From an optimization exercise on the open Yosys and OpenROAD flow, aimed at small area and few clock cycles per item; shortcuts taken in it are not production practice. At most, simulation tests tie the RTL to the original design; equivalence was not proved. The RTL of run 2 was laid out without a check of its function. The flow treats the clock pin as an ideal source, which a real chip does not have. Power and IR drop assume default switching activity.

### design/flow/flow/run.sh
#!/bin/bash
# Own flow: the standard layout (standard.sh), with
# - the ports buffered with the smallest buffer,
# - the clock tree built without dummy loads, from clkbuf_8 leaf clusters,
# - after global routing, gates and buffers off the critical paths downsized
#   (flow/post_grt.tcl), then slew and capacitance repaired again.
# - after clock tree synthesis, the data-net buffers left by timing-driven
#   placement replaced by a fresh repair (flow/post_cts.tcl).
# ORFS writes each step's full log under orfs/logs; make's own output goes to
# flow_make.log here.
set -euo pipefail
export BUFFER_PORTS_ARGS="-buffer_cell sky130_fd_sc_hd__buf_1"
export CTS_ARGS="-sink_clustering_enable -repair_clock_nets -dont_use_dummy_load -buf_list {sky130_fd_sc_hd__clkbuf_8} -sink_clustering_size 20 -sink_clustering_max_diameter 60"
export POST_CTS_TCL="$(pwd)/flow/post_cts.tcl"
export POST_GLOBAL_ROUTE_TCL="$(pwd)/flow/post_grt.tcl"
bash standard.sh > flow_make.log 2>&1
### design/flow/flow/post_cts.tcl
# After clock tree synthesis: take out the buf_4 buffers that timing-driven
# placement left on data nets (not the port buffers or the clock tree), then
# repair slew, capacitance and setup again with today's placement, and
# re-legalise.
proc unbuffer_cells { cells } {
  set n 0
  foreach inst $cells {
    set in_pin [get_pins -of_objects $inst -filter "direction == input"]
    set out_pin [get_pins -of_objects $inst -filter "direction == output"]
    set in_net [get_nets -of_objects $in_pin]
    set out_net [get_nets -of_objects $out_pin]
    if { [llength [get_ports -quiet [get_full_name $out_net]]] ||
         [llength [get_ports -quiet [get_full_name $in_net]]] } {
      continue
    }
    set loads [get_pins -of_objects $out_net -filter "direction == input"]
    disconnect_pin $out_net $out_pin
    disconnect_pin $in_net $in_pin
    foreach p $loads {
      disconnect_pin $out_net $p
      connect_pin $in_net $p
    }
    delete_instance $inst
    delete_net $out_net
    incr n
  }
  return $n
}
set bufs {}
foreach i [get_cells *] {
  if { [string match *__buf_4 [get_property $i ref_name]] } { lappend bufs $i }
}
puts "post_cts: removed [unbuffer_cells $bufs] buffers"
estimate_parasitics -placement
repair_design -slew_margin 20 -cap_margin 20 -verbose
repair_timing -setup -setup_margin 0.2 -verbose
detailed_placement
check_placement -verbose
estimate_parasitics -placement
report_worst_slack -max
report_worst_slack -min
### design/flow/flow/post_grt.tcl
# After global routing: downsize gates and buffers on paths with slack to spare,
# fix any slew or capacitance this leaves over the margins, re-legalise, and
# write the route guides again for the detailed router.
global_route -start_incremental
repair_timing -recover_power 100 -verbose
estimate_parasitics -global_routing
repair_design -slew_margin 20 -cap_margin 20 -verbose
detailed_placement
global_route -end_incremental
estimate_parasitics -global_routing
report_worst_slack -max
report_check_types -max_slew -max_capacitance
write_guides $::env(RESULTS_DIR)/route.guide
### design/flow/standard.sh
#!/bin/bash
# synth_recipe.tcl (not shown) runs the flow's synth.tcl, then flattens the netlist and writes it again
# the make line also repeats each setting of config.mk as NAME=value (left out here)
make -C /OpenROAD-flow-scripts/flow DESIGN_CONFIG=/design/flow/config.mk WORK_HOME=/design/flow/orfs CLKGATE_MAP_FILE= SYNTH_SCRIPT=/design/flow/synth_recipe.tcl "${@:-finish}"
### design/flow/config.mk
export PLATFORM = sky130hd
export DESIGN_NAME = rs_pair_enc
export DESIGN_NICKNAME = rs_pair_enc
export VERILOG_FILES = /design/flow/design.v
export SDC_FILE = /design/flow/constraint.sdc
export NUM_CORES = 4
export LEC_CHECK = 0
export CAP_MARGIN = 20
export CORE_MARGIN = 2
export CORE_UTILIZATION = 70
export GPL_ROUTABILITY_DRIVEN = 0
export SLEW_MARGIN = 20
export SYNTH_HIERARCHICAL = 1
export SYNTH_MINIMUM_KEEP_SIZE = 0
### design/flow/constraint.sdc
create_clock -name core_clock -period 5.0 [get_ports {clk}]
set_input_delay 1.0000 -clock core_clock [delete_from_list [all_inputs] [get_ports {clk}]]
set_output_delay 1.0000 -clock core_clock [all_outputs]
set_load 0.01 [all_outputs]
### design/flow/design.v
module rs_pair_enc (
    input  wire       clk,
    input  wire       rst,
    input  wire       in_valid,
    output wire       in_ready,
    input  wire [9:0] in_sym,
    output wire       out_valid,
    input  wire       out_ready,
    output wire [9:0] out_sym,
    output wire       out_last
);
    localparam NMSG = 1040;               
    localparam NSYM = 1088;               
    localparam SEG  = 24;                 
    reg  [10:0]  cnt;                     
    reg  [4:0]   rot;                     
    reg          clr;                     
    reg  [479:0] r;                       
    wire in_msg  = !(cnt[10] && (cnt[5] || cnt[4]));      
    wire last    = cnt[10] && (&cnt[5:0]);                
    wire rot_end = rot[0] && rot[1] && rot[2] && rot[4];                  
    wire idle    = clr || (rot != 0);
    assign in_ready  = !idle && in_msg && out_ready;
    assign out_valid = !idle && (in_msg ? in_valid : 1'b1);
    wire   xfer      = !rst && out_valid && out_ready;
    wire   rot_m     = !rst && !clr && !xfer;       
    wire   step_msg  = xfer && in_msg;              
    wire [9:0] top = r[479:470];
    wire [9:0] top_std = top;
    assign out_sym  = in_msg ? in_sym : top_std;
    assign out_last = last;
    wire [9:0] fb = (in_sym ^ top_std) & {10{step_msg}};
    wire [9:0] s23 = r[239:230];
    wire cv_t0;
    rs_xor2 x_cv_t0 (.a(s23[5]), .b(s23[9]), .y(cv_t0));
    wire cv_t1;
    rs_xor2 x_cv_t1 (.a(s23[2]), .b(s23[4]), .y(cv_t1));
    wire cv_t2;
    rs_xor2 x_cv_t2 (.a(s23[8]), .b(s23[9]), .y(cv_t2));
    wire cv_t3;
    rs_xor2 x_cv_t3 (.a(s23[1]), .b(cv_t2), .y(cv_t3));
    wire cv_t4;
    rs_xor2 x_cv_t4 (.a(s23[7]), .b(cv_t2), .y(cv_t4));
    wire cv_t5;
    rs_xor2 x_cv_t5 (.a(s23[6]), .b(s23[7]), .y(cv_t5));
    wire cv_t6;
    rs_xor2 x_cv_t6 (.a(cv_t5), .b(s23[9]), .y(cv_t6));
    wire cv_t7;
    rs_xor2 x_cv_t7 (.a(cv_t1), .b(cv_t5), .y(cv_t7));
    wire cv_t8;
    rs_xor2 x_cv_t8 (.a(s23[0]), .b(s23[5]), .y(cv_t8));
    wire cv_t9;
    rs_xor2 x_cv_t9 (.a(s23[3]), .b(cv_t8), .y(cv_t9));
    wire cv_t10;
    rs_xor2 x_cv_t10 (.a(s23[3]), .b(s23[9]), .y(cv_t10));
    wire cv_t11;
    rs_xor2 x_cv_t11 (.a(s23[6]), .b(cv_t10), .y(cv_t11));
    wire cv_t12;
    rs_xor2 x_cv_t12 (.a(s23[4]), .b(cv_t8), .y(cv_t12));
    wire cv_t13;
    rs_xor2 x_cv_t13 (.a(cv_t12), .b(cv_t5), .y(cv_t13));
    wire cv_t14;
    rs_xor2 x_cv_t14 (.a(cv_t13), .b(cv_t10), .y(cv_t14));
    wire [9:0] s23_std = {cv_t11, cv_t13, cv_t4, cv_t0, cv_t1, cv_t6, cv_t9, cv_t3, cv_t7, cv_t14};
    wire pm_t0;
    rs_xor2 x_pm_t0 (.a(fb[2]), .b(fb[9]), .y(pm_t0));
    wire pm_t1;
    rs_xor2 x_pm_t1 (.a(fb[1]), .b(fb[3]), .y(pm_t1));
    wire pm_t2;
    rs_xor2 x_pm_t2 (.a(fb[4]), .b(fb[5]), .y(pm_t2));
    wire pm_t3;
    rs_xor2 x_pm_t3 (.a(fb[0]), .b(fb[6]), .y(pm_t3));
    wire pm_t4;
    rs_xor2 x_pm_t4 (.a(fb[0]), .b(fb[7]), .y(pm_t4));
    wire pm_t5;
    rs_xor2 x_pm_t5 (.a(fb[1]), .b(fb[7]), .y(pm_t5));
    wire pm_t6;
    rs_xor2 x_pm_t6 (.a(fb[4]), .b(fb[7]), .y(pm_t6));
    wire pm_t7;
    rs_xor2 x_pm_t7 (.a(fb[6]), .b(fb[7]), .y(pm_t7));
    wire pm_t8;
    rs_xor2 x_pm_t8 (.a(fb[1]), .b(fb[8]), .y(pm_t8));
    wire pm_t9;
    rs_xor2 x_pm_t9 (.a(fb[2]), .b(fb[8]), .y(pm_t9));
    wire pm_t10;
    rs_xor2 x_pm_t10 (.a(fb[5]), .b(fb[8]), .y(pm_t10));
    wire pm_t11;
    rs_xor2 x_pm_t11 (.a(pm_t1), .b(fb[4]), .y(pm_t11));
    wire pm_t12;
    rs_xor2 x_pm_t12 (.a(pm_t2), .b(fb[9]), .y(pm_t12));
    wire pm_t13;
    rs_xor2 x_pm_t13 (.a(fb[2]), .b(pm_t2), .y(pm_t13));
    wire pm_t14;
    rs_xor2 x_pm_t14 (.a(pm_t2), .b(pm_t0), .y(pm_t14));
    wire pm_t15;
    rs_xor2 x_pm_t15 (.a(fb[3]), .b(pm_t2), .y(pm_t15));
    wire pm_t16;
    rs_xor2 x_pm_t16 (.a(pm_t1), .b(pm_t2), .y(pm_t16));
    wire pm_t17;
    rs_xor2 x_pm_t17 (.a(fb[2]), .b(pm_t3), .y(pm_t17));
    wire pm_t18;
    rs_xor2 x_pm_t18 (.a(fb[4]), .b(pm_t3), .y(pm_t18));
    wire pm_t19;
    rs_xor2 x_pm_t19 (.a(pm_t2), .b(fb[6]), .y(pm_t19));
    wire pm_t20;
    rs_xor2 x_pm_t20 (.a(pm_t2), .b(pm_t3), .y(pm_t20));
    wire pm_t21;
    rs_xor2 x_pm_t21 (.a(pm_t4), .b(fb[9]), .y(pm_t21));
    wire pm_t22;
    rs_xor2 x_pm_t22 (.a(pm_t5), .b(pm_t0), .y(pm_t22));
    wire pm_t23;
    rs_xor2 x_pm_t23 (.a(pm_t1), .b(pm_t4), .y(pm_t23));
    wire pm_t24;
    rs_xor2 x_pm_t24 (.a(fb[5]), .b(pm_t5), .y(pm_t24));
    wire pm_t25;
    rs_xor2 x_pm_t25 (.a(fb[4]), .b(pm_t7), .y(pm_t25));
    wire pm_t26;
    rs_xor2 x_pm_t26 (.a(fb[5]), .b(pm_t7), .y(pm_t26));
    wire pm_t27;
    rs_xor2 x_pm_t27 (.a(fb[6]), .b(pm_t9), .y(pm_t27));
    wire pm_t28;
    rs_xor2 x_pm_t28 (.a(fb[7]), .b(pm_t10), .y(pm_t28));
    wire pm_t29;
    rs_xor2 x_pm_t29 (.a(pm_t7), .b(fb[8]), .y(pm_t29));
    wire pm_t30;
    rs_xor2 x_pm_t30 (.a(pm_t7), .b(pm_t9), .y(pm_t30));
    wire pm_t31;
    rs_xor2 x_pm_t31 (.a(pm_t7), .b(pm_t10), .y(pm_t31));
    wire pm_t32;
    rs_xor2 x_pm_t32 (.a(pm_t11), .b(pm_t0), .y(pm_t32));
    wire pm_t33;
    rs_xor2 x_pm_t33 (.a(pm_t11), .b(pm_t14), .y(pm_t33));
    wire pm_t34;
    rs_xor2 x_pm_t34 (.a(fb[1]), .b(pm_t14), .y(pm_t34));
    wire pm_t35;
    rs_xor2 x_pm_t35 (.a(fb[3]), .b(pm_t12), .y(pm_t35));
    wire pm_t36;
    rs_xor2 x_pm_t36 (.a(fb[2]), .b(pm_t15), .y(pm_t36));
    wire pm_t37;
    rs_xor2 x_pm_t37 (.a(pm_t7), .b(pm_t22), .y(pm_t37));
    wire pm_t38;
    rs_xor2 x_pm_t38 (.a(fb[3]), .b(pm_t17), .y(pm_t38));
    wire pm_t39;
    rs_xor2 x_pm_t39 (.a(pm_t18), .b(fb[9]), .y(pm_t39));
    wire pm_t40;
    rs_xor2 x_pm_t40 (.a(fb[2]), .b(pm_t19), .y(pm_t40));
    wire pm_t41;
    rs_xor2 x_pm_t41 (.a(fb[3]), .b(pm_t20), .y(pm_t41));
    wire pm_t42;
    rs_xor2 x_pm_t42 (.a(fb[3]), .b(pm_t21), .y(pm_t42));
    wire pm_t43;
    rs_xor2 x_pm_t43 (.a(fb[4]), .b(pm_t21), .y(pm_t43));
    wire pm_t44;
    rs_xor2 x_pm_t44 (.a(fb[4]), .b(pm_t23), .y(pm_t44));
    wire pm_t45;
    rs_xor2 x_pm_t45 (.a(pm_t24), .b(fb[9]), .y(pm_t45));
    wire pm_t46;
    rs_xor2 x_pm_t46 (.a(fb[0]), .b(pm_t24), .y(pm_t46));
    wire pm_t47;
    rs_xor2 x_pm_t47 (.a(pm_t15), .b(pm_t4), .y(pm_t47));
    wire pm_t48;
    rs_xor2 x_pm_t48 (.a(pm_t17), .b(pm_t22), .y(pm_t48));
    wire pm_t49;
    rs_xor2 x_pm_t49 (.a(pm_t3), .b(pm_t22), .y(pm_t49));
    wire pm_t50;
    rs_xor2 x_pm_t50 (.a(pm_t17), .b(pm_t6), .y(pm_t50));
    wire pm_t51;
    rs_xor2 x_pm_t51 (.a(fb[1]), .b(pm_t26), .y(pm_t51));
    wire pm_t52;
    rs_xor2 x_pm_t52 (.a(pm_t25), .b(pm_t14), .y(pm_t52));
    wire pm_t53;
    rs_xor2 x_pm_t53 (.a(pm_t1), .b(pm_t26), .y(pm_t53));
    wire pm_t54;
    rs_xor2 x_pm_t54 (.a(pm_t19), .b(pm_t5), .y(pm_t54));
    wire pm_t55;
    rs_xor2 x_pm_t55 (.a(pm_t18), .b(pm_t24), .y(pm_t55));
    wire pm_t56;
    rs_xor2 x_pm_t56 (.a(pm_t10), .b(pm_t14), .y(pm_t56));
    wire pm_t57;
    rs_xor2 x_pm_t57 (.a(pm_t11), .b(fb[8]), .y(pm_t57));
    wire pm_t58;
    rs_xor2 x_pm_t58 (.a(pm_t28), .b(pm_t22), .y(pm_t58));
    wire pm_t59;
    rs_xor2 x_pm_t59 (.a(pm_t15), .b(pm_t9), .y(pm_t59));
    wire pm_t60;
    rs_xor2 x_pm_t60 (.a(pm_t27), .b(pm_t0), .y(pm_t60));
    wire pm_t61;
    rs_xor2 x_pm_t61 (.a(pm_t27), .b(fb[9]), .y(pm_t61));
    wire pm_t62;
    rs_xor2 x_pm_t62 (.a(fb[1]), .b(pm_t27), .y(pm_t62));
    wire pm_t63;
    rs_xor2 x_pm_t63 (.a(pm_t11), .b(pm_t27), .y(pm_t63));
    wire pm_t64;
    rs_xor2 x_pm_t64 (.a(pm_t31), .b(pm_t21), .y(pm_t64));
    wire pm_t65;
    rs_xor2 x_pm_t65 (.a(pm_t18), .b(pm_t10), .y(pm_t65));
    wire pm_t66;
    rs_xor2 x_pm_t66 (.a(pm_t19), .b(pm_t8), .y(pm_t66));
    wire pm_t67;
    rs_xor2 x_pm_t67 (.a(pm_t8), .b(pm_t21), .y(pm_t67));
    wire pm_t68;
    rs_xor2 x_pm_t68 (.a(pm_t23), .b(pm_t8), .y(pm_t68));
    wire pm_t69;
    rs_xor2 x_pm_t69 (.a(pm_t28), .b(pm_t12), .y(pm_t69));
    wire pm_t70;
    rs_xor2 x_pm_t70 (.a(pm_t18), .b(pm_t29), .y(pm_t70));
    wire pm_t71;
    rs_xor2 x_pm_t71 (.a(pm_t28), .b(pm_t0), .y(pm_t71));
    wire pm_t72;
    rs_xor2 x_pm_t72 (.a(pm_t23), .b(pm_t10), .y(pm_t72));
    wire pm_t73;
    rs_xor2 x_pm_t73 (.a(pm_t29), .b(fb[9]), .y(pm_t73));
    wire pm_t74;
    rs_xor2 x_pm_t74 (.a(fb[0]), .b(pm_t30), .y(pm_t74));
    wire pm_t75;
    rs_xor2 x_pm_t75 (.a(fb[3]), .b(pm_t29), .y(pm_t75));
    wire pm_t76;
    rs_xor2 x_pm_t76 (.a(pm_t25), .b(pm_t8), .y(pm_t76));
    wire pm_t77;
    rs_xor2 x_pm_t77 (.a(fb[4]), .b(pm_t30), .y(pm_t77));
    wire pm_t78;
    rs_xor2 x_pm_t78 (.a(pm_t15), .b(pm_t31), .y(pm_t78));
    wire pm_t79;
    rs_xor2 x_pm_t79 (.a(fb[2]), .b(pm_t31), .y(pm_t79));
    wire pm_t80;
    rs_xor2 x_pm_t80 (.a(pm_t24), .b(pm_t27), .y(pm_t80));
    wire pm_t81;
    rs_xor2 x_pm_t81 (.a(fb[7]), .b(pm_t42), .y(pm_t81));
    wire pm_t82;
    rs_xor2 x_pm_t82 (.a(pm_t5), .b(pm_t42), .y(pm_t82));
    wire pm_t83;
    rs_xor2 x_pm_t83 (.a(fb[1]), .b(pm_t32), .y(pm_t83));
    wire pm_t84;
    rs_xor2 x_pm_t84 (.a(pm_t44), .b(pm_t22), .y(pm_t84));
    wire pm_t85;
    rs_xor2 x_pm_t85 (.a(fb[4]), .b(pm_t35), .y(pm_t85));
    wire pm_t86;
    rs_xor2 x_pm_t86 (.a(pm_t8), .b(pm_t63), .y(pm_t86));
    wire pm_t87;
    rs_xor2 x_pm_t87 (.a(pm_t5), .b(pm_t53), .y(pm_t87));
    wire pm_t88;
    rs_xor2 x_pm_t88 (.a(pm_t40), .b(pm_t32), .y(pm_t88));
    wire pm_t89;
    rs_xor2 x_pm_t89 (.a(pm_t11), .b(pm_t40), .y(pm_t89));
    wire pm_t90;
    rs_xor2 x_pm_t90 (.a(pm_t17), .b(pm_t34), .y(pm_t90));
    wire pm_t91;
    rs_xor2 x_pm_t91 (.a(pm_t3), .b(pm_t35), .y(pm_t91));
    wire pm_t92;
    rs_xor2 x_pm_t92 (.a(pm_t36), .b(pm_t37), .y(pm_t92));
    wire pm_t93;
    rs_xor2 x_pm_t93 (.a(fb[3]), .b(pm_t40), .y(pm_t93));
    wire pm_t94;
    rs_xor2 x_pm_t94 (.a(pm_t17), .b(pm_t35), .y(pm_t94));
    wire pm_t95;
    rs_xor2 x_pm_t95 (.a(pm_t1), .b(pm_t40), .y(pm_t95));
    wire pm_t96;
    rs_xor2 x_pm_t96 (.a(pm_t27), .b(pm_t75), .y(pm_t96));
    wire pm_t97;
    rs_xor2 x_pm_t97 (.a(fb[2]), .b(pm_t42), .y(pm_t97));
    wire pm_t98;
    rs_xor2 x_pm_t98 (.a(pm_t16), .b(pm_t45), .y(pm_t98));
    wire pm_t99;
    rs_xor2 x_pm_t99 (.a(fb[7]), .b(pm_t32), .y(pm_t99));
    wire pm_t100;
    rs_xor2 x_pm_t100 (.a(fb[5]), .b(pm_t42), .y(pm_t100));
    wire pm_t101;
    rs_xor2 x_pm_t101 (.a(pm_t16), .b(pm_t42), .y(pm_t101));
    wire pm_t102;
    rs_xor2 x_pm_t102 (.a(fb[7]), .b(pm_t35), .y(pm_t102));
    wire pm_t103;
    rs_xor2 x_pm_t103 (.a(fb[1]), .b(pm_t49), .y(pm_t103));
    wire pm_t104;
    rs_xor2 x_pm_t104 (.a(fb[3]), .b(pm_t48), .y(pm_t104));
    wire pm_t105;
    rs_xor2 x_pm_t105 (.a(fb[3]), .b(pm_t49), .y(pm_t105));
    wire pm_t106;
    rs_xor2 x_pm_t106 (.a(pm_t6), .b(pm_t37), .y(pm_t106));
    wire pm_t107;
    rs_xor2 x_pm_t107 (.a(fb[3]), .b(pm_t50), .y(pm_t107));
    wire pm_t108;
    rs_xor2 x_pm_t108 (.a(pm_t11), .b(pm_t55), .y(pm_t108));
    wire pm_t109;
    rs_xor2 x_pm_t109 (.a(fb[3]), .b(pm_t52), .y(pm_t109));
    wire pm_t110;
    rs_xor2 x_pm_t110 (.a(fb[5]), .b(pm_t50), .y(pm_t110));
    wire pm_t111;
    rs_xor2 x_pm_t111 (.a(fb[6]), .b(pm_t47), .y(pm_t111));
    wire pm_t112;
    rs_xor2 x_pm_t112 (.a(pm_t59), .b(pm_t34), .y(pm_t112));
    wire pm_t113;
    rs_xor2 x_pm_t113 (.a(pm_t10), .b(pm_t33), .y(pm_t113));
    wire pm_t114;
    rs_xor2 x_pm_t114 (.a(pm_t63), .b(pm_t39), .y(pm_t114));
    wire pm_t115;
    rs_xor2 x_pm_t115 (.a(pm_t5), .b(pm_t69), .y(pm_t115));
    wire pm_t116;
    rs_xor2 x_pm_t116 (.a(pm_t5), .b(pm_t70), .y(pm_t116));
    wire pm_t117;
    rs_xor2 x_pm_t117 (.a(pm_t12), .b(pm_t58), .y(pm_t117));
    wire pm_t118;
    rs_xor2 x_pm_t118 (.a(pm_t62), .b(pm_t39), .y(pm_t118));
    wire pm_t119;
    rs_xor2 x_pm_t119 (.a(fb[3]), .b(pm_t56), .y(pm_t119));
    wire pm_t120;
    rs_xor2 x_pm_t120 (.a(fb[2]), .b(pm_t58), .y(pm_t120));
    wire pm_t121;
    rs_xor2 x_pm_t121 (.a(pm_t18), .b(pm_t66), .y(pm_t121));
    wire pm_t122;
    rs_xor2 x_pm_t122 (.a(pm_t37), .b(pm_t64), .y(pm_t122));
    wire pm_t123;
    rs_xor2 x_pm_t123 (.a(pm_t20), .b(pm_t61), .y(pm_t123));
    wire pm_t124;
    rs_xor2 x_pm_t124 (.a(pm_t41), .b(pm_t61), .y(pm_t124));
    wire pm_t125;
    rs_xor2 x_pm_t125 (.a(fb[3]), .b(pm_t60), .y(pm_t125));
    wire pm_t126;
    rs_xor2 x_pm_t126 (.a(fb[3]), .b(pm_t61), .y(pm_t126));
    wire pm_t127;
    rs_xor2 x_pm_t127 (.a(pm_t1), .b(pm_t61), .y(pm_t127));
    wire pm_t128;
    rs_xor2 x_pm_t128 (.a(pm_t72), .b(pm_t52), .y(pm_t128));
    wire pm_t129;
    rs_xor2 x_pm_t129 (.a(pm_t15), .b(pm_t64), .y(pm_t129));
    wire pm_t130;
    rs_xor2 x_pm_t130 (.a(pm_t24), .b(pm_t73), .y(pm_t130));
    wire pm_t131;
    rs_xor2 x_pm_t131 (.a(pm_t4), .b(pm_t80), .y(pm_t131));
    wire pm_t132;
    rs_xor2 x_pm_t132 (.a(pm_t62), .b(pm_t33), .y(pm_t132));
    wire pm_t133;
    rs_xor2 x_pm_t133 (.a(pm_t62), .b(pm_t12), .y(pm_t133));
    wire pm_t134;
    rs_xor2 x_pm_t134 (.a(pm_t15), .b(pm_t60), .y(pm_t134));
    wire pm_t135;
    rs_xor2 x_pm_t135 (.a(fb[4]), .b(pm_t69), .y(pm_t135));
    wire pm_t136;
    rs_xor2 x_pm_t136 (.a(pm_t0), .b(pm_t67), .y(pm_t136));
    wire pm_t137;
    rs_xor2 x_pm_t137 (.a(fb[2]), .b(pm_t67), .y(pm_t137));
    wire pm_t138;
    rs_xor2 x_pm_t138 (.a(fb[8]), .b(pm_t42), .y(pm_t138));
    wire pm_t139;
    rs_xor2 x_pm_t139 (.a(fb[3]), .b(pm_t67), .y(pm_t139));
    wire pm_t140;
    rs_xor2 x_pm_t140 (.a(pm_t6), .b(pm_t57), .y(pm_t140));
    wire pm_t141;
    rs_xor2 x_pm_t141 (.a(pm_t28), .b(pm_t33), .y(pm_t141));
    wire pm_t142;
    rs_xor2 x_pm_t142 (.a(fb[1]), .b(pm_t70), .y(pm_t142));
    wire pm_t143;
    rs_xor2 x_pm_t143 (.a(pm_t17), .b(pm_t76), .y(pm_t143));
    wire pm_t144;
    rs_xor2 x_pm_t144 (.a(pm_t1), .b(pm_t69), .y(pm_t144));
    wire pm_t145;
    rs_xor2 x_pm_t145 (.a(pm_t7), .b(pm_t63), .y(pm_t145));
    wire pm_t146;
    rs_xor2 x_pm_t146 (.a(pm_t6), .b(pm_t59), .y(pm_t146));
    wire pm_t147;
    rs_xor2 x_pm_t147 (.a(pm_t53), .b(pm_t27), .y(pm_t147));
    wire pm_t148;
    rs_xor2 x_pm_t148 (.a(fb[5]), .b(pm_t69), .y(pm_t148));
    wire pm_t149;
    rs_xor2 x_pm_t149 (.a(fb[4]), .b(pm_t71), .y(pm_t149));
    wire pm_t150;
    rs_xor2 x_pm_t150 (.a(pm_t59), .b(pm_t42), .y(pm_t150));
    wire pm_t151;
    rs_xor2 x_pm_t151 (.a(pm_t57), .b(pm_t45), .y(pm_t151));
    wire pm_t152;
    rs_xor2 x_pm_t152 (.a(pm_t59), .b(pm_t22), .y(pm_t152));
    wire pm_t153;
    rs_xor2 x_pm_t153 (.a(fb[4]), .b(pm_t72), .y(pm_t153));
    wire pm_t154;
    rs_xor2 x_pm_t154 (.a(fb[0]), .b(pm_t73), .y(pm_t154));
    wire pm_t155;
    rs_xor2 x_pm_t155 (.a(fb[6]), .b(pm_t67), .y(pm_t155));
    wire pm_t156;
    rs_xor2 x_pm_t156 (.a(fb[8]), .b(pm_t49), .y(pm_t156));
    wire pm_t157;
    rs_xor2 x_pm_t157 (.a(pm_t27), .b(pm_t42), .y(pm_t157));
    wire pm_t158;
    rs_xor2 x_pm_t158 (.a(pm_t11), .b(pm_t73), .y(pm_t158));
    wire pm_t159;
    rs_xor2 x_pm_t159 (.a(pm_t44), .b(pm_t60), .y(pm_t159));
    wire pm_t160;
    rs_xor2 x_pm_t160 (.a(pm_t38), .b(pm_t69), .y(pm_t160));
    wire pm_t161;
    rs_xor2 x_pm_t161 (.a(fb[7]), .b(pm_t64), .y(pm_t161));
    wire pm_t162;
    rs_xor2 x_pm_t162 (.a(pm_t5), .b(pm_t64), .y(pm_t162));
    wire pm_t163;
    rs_xor2 x_pm_t163 (.a(pm_t38), .b(pm_t28), .y(pm_t163));
    wire pm_t164;
    rs_xor2 x_pm_t164 (.a(pm_t6), .b(pm_t64), .y(pm_t164));
    wire pm_t165;
    rs_xor2 x_pm_t165 (.a(fb[2]), .b(fb[6]), .y(pm_t165));
    wire pm_t166;
    rs_xor2 x_pm_t166 (.a(pm_t165), .b(pm_t53), .y(pm_t166));
    wire pm_t167;
    rs_xor2 x_pm_t167 (.a(pm_t165), .b(pm_t47), .y(pm_t167));
    wire pm_t168;
    rs_xor2 x_pm_t168 (.a(fb[3]), .b(fb[4]), .y(pm_t168));
    wire pm_t169;
    rs_xor2 x_pm_t169 (.a(pm_t168), .b(pm_t71), .y(pm_t169));
    wire [239:0] p = {fb[6], fb[5], fb[4], fb[3], pm_t0, pm_t8, pm_t4, fb[9], fb[8], fb[7], pm_t19, pm_t15, pm_t83, pm_t113, pm_t137, pm_t155, pm_t161, pm_t135, pm_t29, pm_t26, pm_t87, pm_t14, pm_t57, pm_t97, pm_t62, pm_t46, pm_t39, pm_t60, pm_t28, pm_t25, pm_t87, pm_t14, pm_t57, pm_t97, pm_t62, pm_t46, pm_t39, pm_t60, pm_t28, pm_t25, pm_t43, pm_t125, pm_t71, pm_t76, pm_t108, pm_t40, pm_t16, pm_t96, pm_t37, pm_t121, pm_t148, pm_t78, pm_t109, pm_t133, pm_t153, pm_t107, pm_t89, pm_t136, pm_t48, pm_t64, pm_t24, pm_t18, pm_t85, pm_t56, pm_t140, pm_t103, pm_t130, pm_t116, pm_t42, pm_t27, pm_t20, pm_t35, pm_t119, pm_t141, pm_t156, pm_t162, pm_t164, pm_t138, pm_t30, pm_t51, pm_t145, pm_t105, pm_t131, pm_t101, pm_t129, pm_t146, pm_t106, pm_t110, pm_t92, pm_t124, pm_t66, pm_t47, pm_t86, pm_t33, pm_t118, pm_t139, pm_t74, pm_t69, pm_t75, pm_t52, pm_t157, pm_t80, pm_t55, pm_t91, pm_t59, pm_t99, pm_t128, pm_t88, pm_t123, pm_t144, pm_t36, pm_t32, pm_t114, pm_t136, pm_t48, pm_t64, pm_t148, pm_t79, pm_t54, pm_t41, pm_t98, pm_t149, pm_t132, pm_t151, pm_t152, pm_t126, pm_t2, pm_t160, pm_t147, pm_t166, pm_t121, pm_t86, pm_t47, pm_t45, pm_t29, pm_t43, pm_t44, pm_t26, pm_t72, pm_t49, pm_t13, pm_t16, pm_t40, pm_t105, pm_t81, pm_t11, pm_t115, pm_t9, pm_t61, pm_t86, pm_t21, pm_t93, pm_t111, pm_t15, pm_t67, pm_t60, pm_t100, pm_t154, pm_t94, pm_t1, pm_t117, pm_t50, pm_t72, pm_t12, pm_t120, pm_t23, pm_t22, pm_t70, pm_t7, pm_t51, pm_t10, pm_t68, pm_t115, pm_t17, pm_t167, pm_t6, pm_t139, pm_t95, pm_t158, pm_t38, pm_t9, pm_t161, pm_t155, pm_t162, pm_t143, pm_t5, pm_t94, pm_t104, pm_t34, pm_t134, pm_t131, pm_t158, pm_t150, pm_t90, pm_t162, pm_t101, pm_t123, pm_t164, pm_t149, pm_t22, pm_t16, pm_t102, pm_t65, pm_t150, pm_t155, pm_t84, pm_t3, pm_t161, pm_t55, pm_t167, pm_t33, pm_t95, pm_t167, pm_t22, pm_t134, pm_t118, pm_t83, pm_t169, pm_t164, pm_t127, pm_t48, pm_t18, pm_t24, pm_t122, pm_t159, pm_t64, pm_t58, pm_t163, pm_t4, pm_t63, pm_t134, pm_t31, pm_t73, pm_t116, pm_t77, pm_t169, pm_t112, pm_t53, pm_t142, pm_t82};
    wire [479:0] d;
    genvar k;
    generate
        for (k = 0; k < 48; k = k + 1) begin : stage
            if (k == 0) begin : first
                assign d[9:0] = (r[10*SEG-1 -: 10] & {10{rot_m}}) | p[9:0];
            end else if (k % SEG == 0) begin : bottom
                wire [9:0] sel = (s23_std & {10{xfer}}) | (r[10*(k+SEG)-1 -: 10] & {10{rot_m}});
                rs_xor2 #(10) x (.a(sel), .b(p[5*k +: 10]), .y(d[10*k +: 10]));
            end else if (k % 2 == 0) begin : tap
                rs_xor2 #(10) x (.a(r[10*k-1 -: 10]), .b(p[5*k +: 10]), .y(d[10*k +: 10]));
            end else begin : plain
                assign d[10*k +: 10] = r[10*k-1 -: 10];
            end
        end
    endgenerate
    always @(posedge clk) begin
        r <= d;
        if (rst) begin
            cnt <= 11'd0;
            clr <= 1'b1;
            rot <= 1;
        end else begin
            if (idle)
                rot <= rot_end ? 0 : rot + 1;
            else if (!xfer)
                rot <= 1;
            if (rot_end)
                clr <= 1'b0;
            if (xfer)
                cnt <= last ? 11'd0 : cnt + 11'd1;
        end
    end
endmodule
module rs_xor2 #(parameter W = 1) (
    input  wire [W-1:0] a,
    input  wire [W-1:0] b,
    output wire [W-1:0] y
);
    assign y = a ^ b;
endmodule
==> qor.txt, run 1 <==
Most frequent cells in the layout - 497 x dfxtp_1, 401 x xor2_1, 34 x nand2_1, 29 x clkbuf_8, 25 x buf_1
Syn Inst Count - 1076
Clock sink total - 497
Critical path's slowest cell - xor2_2
CTS clk-pin slew, worst paths - 110 ps
Kind of critical path - reg -> reg
Delay-heaviest family, CP - XOR/XNOR gates
Number of diodes - 0
First-pass GRT wire length - 44.0 mm
CP Capture Type - flip-flop
I/O Buffers - 26
Final HPWL DP - 21.7 mm
Slew Limit Fails - 0
Leak Pwr - 0.00863 uW
CP max FO - 10
Final setup fails - 0
Post-synth EDFFs - 0
CTS tree - built
Max VDD drop - 0.000364 V
Share of cells above drive strength 1 - 5.86%
Critical Path RT - 5500 ps
Mean routed wirelength per cell - 21.3 um
Status - timing/DRC/antenna clean
Clk latency of the worst-skew pair - 620 ps
Most common cell after layout, fill and taps aside - dfxtp_1
Remaining Overflow, GRT - 0
Post-route ant nets - 0
DRC - 0
Synthesized area - 14600 sq um
Register area share after synthesis - 68.2%
CP arrival - 5280 ps
Min Hold Slack - 263 ps
Cell-by-cell trace of the critical path - inv_1, ha_1, and2b_1, and2_0, nand4_1, buf_4, nor2_2, xor2_2, xor2_2, xor2_1, xor2_1, xor2_1
Final non-filler cell total - 1397
Hold Crit Class - reg -> reg
Count of cell types in the netlist - 36
Synthesized area per cell - 13.6 sq um
Initial antenna violation count - 0
Routed via count - 7184
Worst-margin pin slew - 1190 ps
Initial Util - 71.7%
NumNets Final - 1147
Final period utilization - 95.6%
Crit start category - flip-flop
Max_slew headroom - 20.5%
Fmax - 209 MHz
Die W - 148 um
Core Area - 20400 sq um
Vias per cell - 5.14
Clk_skew - 65.0 ps
Total number of yosys warnings - 7
TNS Setup - 0 ps
Die span in y - 148 um
Post-synth top flop - dfxtp_1
Worst path most repeated cell - xor2_1
Fin crit period - 4780 ps
Area growth from synthesis to layout - 7.04%
Register-to-register setup slack - 220 ps
Largest net degree at the start of global routing - 27
Ys async rst share - 0%
1st-iter DRT viols - 356
Drt first pass iters - 4
Dpl cells - 1408
Synthesized flop and latch total - 497
Power Density - 358 nW/um^2
Max cap viols - 0
Biggest cell delay along the critical path - 730 ps
Total track usage - 27.8%
DRT Wirelength - 29.7 mm
Mapped Nets - 1094
Final hold violation count - 0
Cell row count - 52
Die area - 22000 sq um
Buf+Inv Stages, Crit Path - 2
Vias in the first global route - 7251
IO Count - 27
==> metrics by stage <==
step	utilization (%)	cell area, sq um	total power [uW]	worst slack, ps
6_report	76.7	15600	5600	221
3_5_place_dp	75.3	15300	4090	642
3_3_place_gp	75.3	15300	4090	634
2_1_floorplan	-	14600	4080	78.7
==> logic make-up (layout without fill, tap and decap cells) <==
group,Yosys count,count (layout),synth area share (%)
fa+ha+maj,4,4,0.343
simple gates,80,80,2.78
compound gates,50,50,2.54
buf+inv,18,69,0.549
xor+xnor,427,427,25.6
flops,497,497,68.2
==> state kept, by name, indices dropped and copies added (netlist names) <==
| register | cells |
|---|---|
| rot | 5 |
| cnt | 11 |
| r | 480 |
| clr | 1 |
==> power by group <==
group | total (uW) | switching, uW | internal [uW]
logic | 36.8 | 22.3 | 14.5
registers | 3960 | 4.00 | 3960
clock network | 1600 | 1080 | 522
==> layer usage <==
layer	vias to the layer above	track usage (%)	share of wire, %
met4	0	8.81	3.4
met3	67	4.63	4.7
li1	3431	-	-
met1	3527	38.4	46
met5	-	0	0
met2	159	45.3	46
==> final cells by class <==
type | instances | area [sq um]
Sequential cell | 497 | 9950
Fill cell | 1323 | 4740
Multi-Input combinational cell | 561 | 4740
Clock buffer | 29 | 399
Tap cell | 270 | 338
Timing Repair Buffer | 33 | 174
Inverter | 7 | 26.3
==> Yosys stat by module (local to each module, per instance), excerpt <==
module | cells inside | flip-flops and latches
rs_pair_enc | 661 | 497
rs_xor2 | 1 | 0
==> cells in the mapped netlist, types with 2 or more instances <==
master,count,share of area (%)
dfxtp_1,497,68
xor2_1,417,25
nand2_1,34,0.87
nor2_1,14,0.36
a21oi_1,12,0.41
a21o_1,11,0.57
a22o_1,10,0.60
xnor2_1,10,0.60
or4_1,9,0.46
o31ai_1,8,0.41
inv_1,7,0.18
clkbuf_1,6,0.15
nand3_1,6,0.21
buf_2,4,0.14
ha_1,4,0.34
nand4_1,3,0.13
o21ai_0,3,0.10
and3_1,2,0.086
or3b_2,2,0.12
==> path summary, 6_finish.rpt <==
check | startpoint | to | cells after the start
max | rot[0]$_SDFFE_PP1P_ | r[446]$_DFF_P_ | 12
min | r[388]$_DFF_P_ | r[398]$_DFF_P_ | 0
max reg2reg | rot[0]$_SDFFE_PP1P_ | r[446]$_DFF_P_ | 12
min reg2reg | r[388]$_DFF_P_ | r[398]$_DFF_P_ | 0
Testbench counts, summed over its fixed seeds: cycles 19,716, items 18.
==> run 2: changes to the inputs <==
--- a/design/flow/design.v
+++ b/design/flow/design.v
@@ -394,14 +394,10 @@
     rs_xor2 x_pm_t164 (.a(pm_t6), .b(pm_t64), .y(pm_t164));
     wire pm_t165;
-    rs_xor2 x_pm_t165 (.a(fb[2]), .b(fb[6]), .y(pm_t165));
+    rs_xor2 x_pm_t165 (.a(fb[8]), .b(pm_t147), .y(pm_t165));
     wire pm_t166;
-    rs_xor2 x_pm_t166 (.a(pm_t165), .b(pm_t53), .y(pm_t166));
+    rs_xor2 x_pm_t166 (.a(fb[2]), .b(pm_t111), .y(pm_t166));
     wire pm_t167;
-    rs_xor2 x_pm_t167 (.a(pm_t165), .b(pm_t47), .y(pm_t167));
-    wire pm_t168;
-    rs_xor2 x_pm_t168 (.a(fb[3]), .b(fb[4]), .y(pm_t168));
-    wire pm_t169;
-    rs_xor2 x_pm_t169 (.a(pm_t168), .b(pm_t71), .y(pm_t169));
-    wire [239:0] p = {fb[6], fb[5], fb[4], fb[3], pm_t0, pm_t8, pm_t4, fb[9], fb[8], fb[7], pm_t19, pm_t15, pm_t83, pm_t113, pm_t137, pm_t155, pm_t161, pm_t135, pm_t29, pm_t26, pm_t87, pm_t14, pm_t57, pm_t97, pm_t62, pm_t46, pm_t39, pm_t60, pm_t28, pm_t25, pm_t87, pm_t14, pm_t57, pm_t97, pm_t62, pm_t46, pm_t39, pm_t60, pm_t28, pm_t25, pm_t43, pm_t125, pm_t71, pm_t76, pm_t108, pm_t40, pm_t16, pm_t96, pm_t37, pm_t121, pm_t148, pm_t78, pm_t109, pm_t133, pm_t153, pm_t107, pm_t89, pm_t136, pm_t48, pm_t64, pm_t24, pm_t18, pm_t85, pm_t56, pm_t140, pm_t103, pm_t130, pm_t116, pm_t42, pm_t27, pm_t20, pm_t35, pm_t119, pm_t141, pm_t156, pm_t162, pm_t164, pm_t138, pm_t30, pm_t51, pm_t145, pm_t105, pm_t131, pm_t101, pm_t129, pm_t146, pm_t106, pm_t110, pm_t92, pm_t124, pm_t66, pm_t47, pm_t86, pm_t33, pm_t118, pm_t139, pm_t74, pm_t69, pm_t75, pm_t52, pm_t157, pm_t80, pm_t55, pm_t91, pm_t59, pm_t99, pm_t128, pm_t88, pm_t123, pm_t144, pm_t36, pm_t32, pm_t114, pm_t136, pm_t48, pm_t64, pm_t148, pm_t79, pm_t54, pm_t41, pm_t98, pm_t149, pm_t132, pm_t151, pm_t152, pm_t126, pm_t2, pm_t160, pm_t147, pm_t166, pm_t121, pm_t86, pm_t47, pm_t45, pm_t29, pm_t43, pm_t44, pm_t26, pm_t72, pm_t49, pm_t13, pm_t16, pm_t40, pm_t105, pm_t81, pm_t11, pm_t115, pm_t9, pm_t61, pm_t86, pm_t21, pm_t93, pm_t111, pm_t15, pm_t67, pm_t60, pm_t100, pm_t154, pm_t94, pm_t1, pm_t117, pm_t50, pm_t72, pm_t12, pm_t120, pm_t23, pm_t22, pm_t70, pm_t7, pm_t51, pm_t10, pm_t68, pm_t115, pm_t17, pm_t167, pm_t6, pm_t139, pm_t95, pm_t158, pm_t38, pm_t9, pm_t161, pm_t155, pm_t162, pm_t143, pm_t5, pm_t94, pm_t104, pm_t34, pm_t134, pm_t131, pm_t158, pm_t150, pm_t90, pm_t162, pm_t101, pm_t123, pm_t164, pm_t149, pm_t22, pm_t16, pm_t102, pm_t65, pm_t150, pm_t155, pm_t84, pm_t3, pm_t161, pm_t55, pm_t167, pm_t33, pm_t95, pm_t167, pm_t22, pm_t134, pm_t118, pm_t83, pm_t169, pm_t164, pm_t127, pm_t48, pm_t18, pm_t24, pm_t122, pm_t159, pm_t64, pm_t58, pm_t163, pm_t4, pm_t63, pm_t134, pm_t31, pm_t73, pm_t116, pm_t77, pm_t169, pm_t112, pm_t53, pm_t142, pm_t82};
+    rs_xor2 x_pm_t167 (.a(fb[2]), .b(pm_t151), .y(pm_t167));
+    wire [239:0] p = {fb[6], fb[5], fb[4], fb[3], pm_t0, pm_t8, pm_t4, fb[9], fb[8], fb[7], pm_t19, pm_t15, pm_t83, pm_t113, pm_t137, pm_t155, pm_t161, pm_t135, pm_t29, pm_t26, pm_t87, pm_t14, pm_t57, pm_t97, pm_t62, pm_t46, pm_t39, pm_t60, pm_t28, pm_t25, pm_t87, pm_t14, pm_t57, pm_t97, pm_t62, pm_t46, pm_t39, pm_t60, pm_t28, pm_t25, pm_t43, pm_t125, pm_t71, pm_t76, pm_t108, pm_t40, pm_t16, pm_t96, pm_t37, pm_t121, pm_t148, pm_t78, pm_t109, pm_t133, pm_t153, pm_t107, pm_t89, pm_t136, pm_t48, pm_t64, pm_t24, pm_t18, pm_t85, pm_t56, pm_t140, pm_t103, pm_t130, pm_t116, pm_t42, pm_t27, pm_t20, pm_t35, pm_t119, pm_t141, pm_t156, pm_t162, pm_t164, pm_t138, pm_t30, pm_t51, pm_t145, pm_t105, pm_t131, pm_t101, pm_t129, pm_t146, pm_t106, pm_t110, pm_t92, pm_t124, pm_t66, pm_t47, pm_t86, pm_t33, pm_t118, pm_t139, pm_t74, pm_t69, pm_t75, pm_t52, pm_t157, pm_t80, pm_t55, pm_t91, pm_t59, pm_t99, pm_t128, pm_t88, pm_t123, pm_t144, pm_t36, pm_t32, pm_t114, pm_t136, pm_t48, pm_t64, pm_t148, pm_t79, pm_t54, pm_t41, pm_t98, pm_t149, pm_t132, pm_t151, pm_t152, pm_t126, pm_t2, pm_t160, pm_t147, pm_t165, pm_t121, pm_t86, pm_t47, pm_t45, pm_t29, pm_t43, pm_t44, pm_t26, pm_t72, pm_t49, pm_t13, pm_t16, pm_t40, pm_t105, pm_t81, pm_t11, pm_t115, pm_t9, pm_t61, pm_t86, pm_t21, pm_t93, pm_t111, pm_t15, pm_t67, pm_t60, pm_t100, pm_t154, pm_t94, pm_t1, pm_t117, pm_t50, pm_t72, pm_t12, pm_t120, pm_t23, pm_t22, pm_t70, pm_t7, pm_t51, pm_t10, pm_t68, pm_t115, pm_t17, pm_t166, pm_t6, pm_t139, pm_t95, pm_t158, pm_t38, pm_t9, pm_t161, pm_t155, pm_t162, pm_t143, pm_t5, pm_t94, pm_t104, pm_t34, pm_t134, pm_t131, pm_t158, pm_t150, pm_t90, pm_t162, pm_t101, pm_t123, pm_t164, pm_t149, pm_t22, pm_t16, pm_t102, pm_t65, pm_t150, pm_t155, pm_t84, pm_t3, pm_t161, pm_t55, pm_t166, pm_t33, pm_t95, pm_t166, pm_t22, pm_t134, pm_t118, pm_t83, pm_t167, pm_t164, pm_t127, pm_t48, pm_t18, pm_t24, pm_t122, pm_t159, pm_t64, pm_t58, pm_t163, pm_t4, pm_t63, pm_t134, pm_t31, pm_t73, pm_t116, pm_t77, pm_t167, pm_t112, pm_t53, pm_t142, pm_t82};
     wire [479:0] d;
     genvar k;
==> design/flow/flow/run.sh (replaced) <==
#!/bin/bash
# Own flow: the standard layout (standard.sh), with
# - the ports buffered with the smallest buffer,
# - the clock tree built without dummy loads, from clkbuf_8 leaf clusters,
# - after global routing, gates and buffers off the critical paths downsized
#   (flow/post_grt.tcl), then slew and capacitance repaired again.
# ORFS writes each step's full log under orfs/logs; make's own output goes to
# flow_make.log here.
set -euo pipefail
export BUFFER_PORTS_ARGS="-buffer_cell sky130_fd_sc_hd__buf_1"
export CTS_ARGS="-sink_clustering_enable -repair_clock_nets -dont_use_dummy_load -buf_list {sky130_fd_sc_hd__clkbuf_8} -sink_clustering_size 20 -sink_clustering_max_diameter 60"
export POST_GLOBAL_ROUTE_TCL="$(pwd)/flow/post_grt.tcl"
bash standard.sh > flow_make.log 2>&1
removed: design/flow/flow/post_cts.tcl
==> run 2 against run 1 <==
  * Via count increased by 1.8%
  * Highest routed layer unchanged
  * Fmax is 4.4% higher
  * Total power about the same
  * Hold slack better by 45 ps
  * Routed wire length up 0.41%
  * First-iteration DRC count is 67% higher
  * Clock-buffer cell count stayed put
  * Critical path depth grew 1
  * Synthesized cell count is 0.19% lower
  * Cell area increased by 0.27%
  * Register-to-register slack improved by 200 ps
==> qor.txt, run 2 <==
Clock sink total - 497 (unchanged)
XOR/XNOR share of the synthesized area - 25.5% (-0.089 points)
Fin crit period - 4580 ps (-202 ps)
Root Driver - clkbuf_8
Max VDD drop - 0.000306 V (-16%)
Total number of yosys warnings - 7 (unchanged)
Max cap viols - 0 (unchanged)
Yosys top cell area share - 68.3% (+0.082 points)
Cell row count - 52 (unchanged)
Switching Fraction - 19.7% (about the same)
# Post-CTS Setup Buffers - 0
Mean routed wirelength per cell - 20.7 um (-2.7%)
Register area share after synthesis - 68.3% (+0.082 points)
Area leader, netlist - dfxtp_1
Count of cell types in the netlist - 36 (unchanged)
Remaining Overflow, GRT - 0 (unchanged)
Sequential share of power - 70.8% (about the same)
Max Buffers Root-to-Sink - 3
Clock power frac - 28.6% (about the same)
Core Area - 20400 sq um (unchanged)
P_sw - 1100 uW (about the same)
I/O Buffers - 26 (unchanged)
Core Util, Final - 76.9% (+0.21 points)
Max_slew headroom - 45.6% (+25 points)
Synthesized area per cell - 13.6 sq um (about the same)
Vias in the first global route - 7420 (+2.3%)
Leak Pwr - 0.00877 uW (+1.6%)
Die W - 148 um (about the same)
Ranking of synthesized cells by area - dfxtp_1 68%, xor2_1 25%, nand2_1 0.88%, a22o_1 0.60%, xnor2_1 0.60%
Hold-fix buffers, CTS - 0
Total CTS buffers - 29
CP Capture Type - flip-flop
CP arrival - 5080 ps (-200 ps)
Status - timing/DRC/antenna clean
Logic gate share of total power - 0.6% (about the same)
Mapped Nets - 1092 (-0.18%)
Initial antenna violation count - 0 (unchanged)
Internal power - 4500 uW (about the same)
Ys async rst share - 0% (unchanged)
Drt first pass iters - 5 (+1)
Post-Synth Adder-Cell Area - 0.343% (+0.00041 points)
Share of cells above drive strength 1 - 5.47% (-0.39 points)
Worst-margin pin slew - 813 ps (-375 ps)
Kind of critical path - reg -> reg
NumNets Final - 1191 (+3.8%)
Synthesized area - 14600 sq um (-0.12%)
Final hold violation count - 0 (unchanged)
Post-route ant nets - 0 (unchanged)
CTS clk-pin slew, worst paths - 110 ps (about the same)
Vias per cell - 5.07 (-1.4%)
Total chip power - 5600 uW (about the same)
Synth Area in Simple Gates - 2.78% (+0.0033 points)
Critical Path RT - 5500 ps (about the same)
Hold Crit Class - reg -> reg
First-pass GRT wire length - 44.5 mm (+1.1%)
Most common cell in the netlist - dfxtp_1
IO Count - 27 (unchanged)
Post-synth top flop - dfxtp_1
Final setup fails - 0 (unchanged)
DRT Wirelength - 29.9 mm (+0.41%)
Main combinational cell family by area after synthesis - XOR/XNOR gates
Max FFs per register - 480 (unchanged)
Largest registers - r (480), cnt (11), rot (5)
Most common cell after layout, fill and taps aside - dfxtp_1
Most frequent cells in the layout - 497 x dfxtp_1, 415 x xor2_1, 34 x nand2_1, 29 x clkbuf_8, 28 x buf_4
Clk latency of the worst-skew pair - 600 ps (-20 ps)
Crit start category - flip-flop
Initial Util - 71.6% (-0.086 points)
Multiplexer share of the synthesized area - 0% (unchanged)
CP max FO - 10 (unchanged)
Die area - 22000 sq um (-0.11%)
Synthesized flop and latch total - 497 (unchanged)
Largest net degree at the start of global routing - 27 (unchanged)
TNS Setup - 0 ps (unchanged)
Slew Limit Fails - 0 (unchanged)
Area growth from synthesis to layout - 7.46%
Final period utilization - 91.6% (-4.0 points)
1st-iter DRT viols - 595 (+67%)
Synth Area in Compound Gates - 2.54% (+0.0030 points)
Clk_skew - 37.2 ps (-27.8 ps)
CTS tree - built
Total track usage - 27.8% (+0.048 points)
Routed via count - 7314 (+1.8%)
Die span in y - 148 um (about the same)
Fmax - 218 MHz (+4.4%)
CTS resizes - 0
Syn Inst Count - 1074 (-0.19%)
Final HPWL DP - 21.7 mm (about the same)
Largest reg by FF count - r
DRC - 0 (unchanged)
Post-synth EDFFs - 0 (unchanged)
Power Density - 358 nW/um^2 (-0.25%)
H-tree depth - 1
Commonest cells in the netlist - 497 x dfxtp_1, 415 x xor2_1, 34 x nand2_1
run 2: routing by layer:
metal	track usage (%)	part of all wire, %	wire length (um)
met1	39.4	46	13800
met2	45.1	46	13700
met3	3.22	4.4	1330
met4	9.19	3.4	1030
met5	0	0	0
run 2: final cells by class:
class | instances | area (sq um)
sequential | 497 | 9950
fill | 1345 | 4700
multi-input combinational | 559 | 4540
timing repair buffer | 79 | 409
clock buffer | 29 | 399
tap | 270 | 338
inverter | 7 | 26.3
antenna | 1 | 2.50
run 2: logic make-up (layout without fill, tap and decap cells):
logic type	Yosys count	after routing
AND/OR/NAND/NOR	80	80
buffers and inverters	18	115
flip-flops	497	497
other	0	1
AO/OA/AOI/OAI	50	50
XOR/XNOR	425	425
adder cells (fa/ha/maj)	4	4
run 2: worst max-delay path: stages, from the launching register on:
cell and delay (ps):
dfxtp_1 360, inv_1 70, ha_1 150, and2b_1 150, and2_0 260, nand4_1 470, nor2_1 660, xor2_1 270
clkbuf_1 470, xor2_1 550, xor2_1 280, clkbuf_1 410, xor2_1 230, xor2_1 170
run 2: worst paths after layout:
path                            slack, ps             end  depth (start not counted)           startpoint
worst min-delay path                  310  r[174]$_DFF_P_                          0       r[164]$_DFF_P_
worst max-delay path                  420  r[263]$_DFF_P_                         13  rot[0]$_SDFFE_PP1P_
worst min register to register        310  r[174]$_DFF_P_                          0       r[164]$_DFF_P_
worst max register to register        420  r[263]$_DFF_P_                         13  rot[0]$_SDFFE_PP1P_
run 2: power groups by stage:
stage	Combinational, uW	Sequential [uW]	Clock [uW]
after CTS	37.2	3960	1640
final	36.1	3960	1600
after floorplan	23.5	4050	0
after global placement	36.1	4050	0
after detailed placement	37.0	4050	0
run 2: metrics by stage:
step	setup slack [ps]	instance area, sq um	instances	hold slack (ps)
final	422	15700	1442	308
after CTS	647	15800	1440	307
after detailed placement	349	15400	1411	312
after global placement	482	15400	1411	310
after floorplan	141	14600	1074	310
run 2: modules after synthesis (local to each module, per instance), a selection:
module | flip-flops and latches | copies in the design
rs_pair_enc | 497 | 1
rs_xor2 | 0 | 183

## port drivers added, routing unchanged
In the flow no input, the clock included, has a driving cell. The finished layouts below were timed again as built, in two steps.
Step 1 sets driving cells, clkbuf_16 on the clock port and buf_2 on the other inputs (assumed; they add their load-dependent delay and slew).
Step 2 adds t to the input delays and takes it off the output delays; t is the mean of the earliest and latest rising clock arrival at the registers after step 1. Input paths then give back, and output paths get back, about the clock's delay inside the block.
Slacks: no drivers / after step 1 / after step 2; pairs: no drivers / after step 1.
| run | t, ns | setup slack, ns | clock arrival spread, ns | slew at the worst register clock pin (ns) | worst slew at a driven data input, ns |
|---|---|---|---|---|---|
| run 1 | 0.631 | 0.221 / 0.221 / -0.377 | 0.073 / 0.073 | 0.12 / 0.12 | 0.04 |
| run 2 | 0.627 | 0.422 / 0.422 / 0.107 | 0.040 / 0.040 | 0.12 / 0.12 | 0.03 |
Met with ideal ports but missed after step 2: setup timing in run 1. For run 1, which loses most, drivers alone change the setup slack by 0.000 ns; drivers and shift together by -0.598 ns.
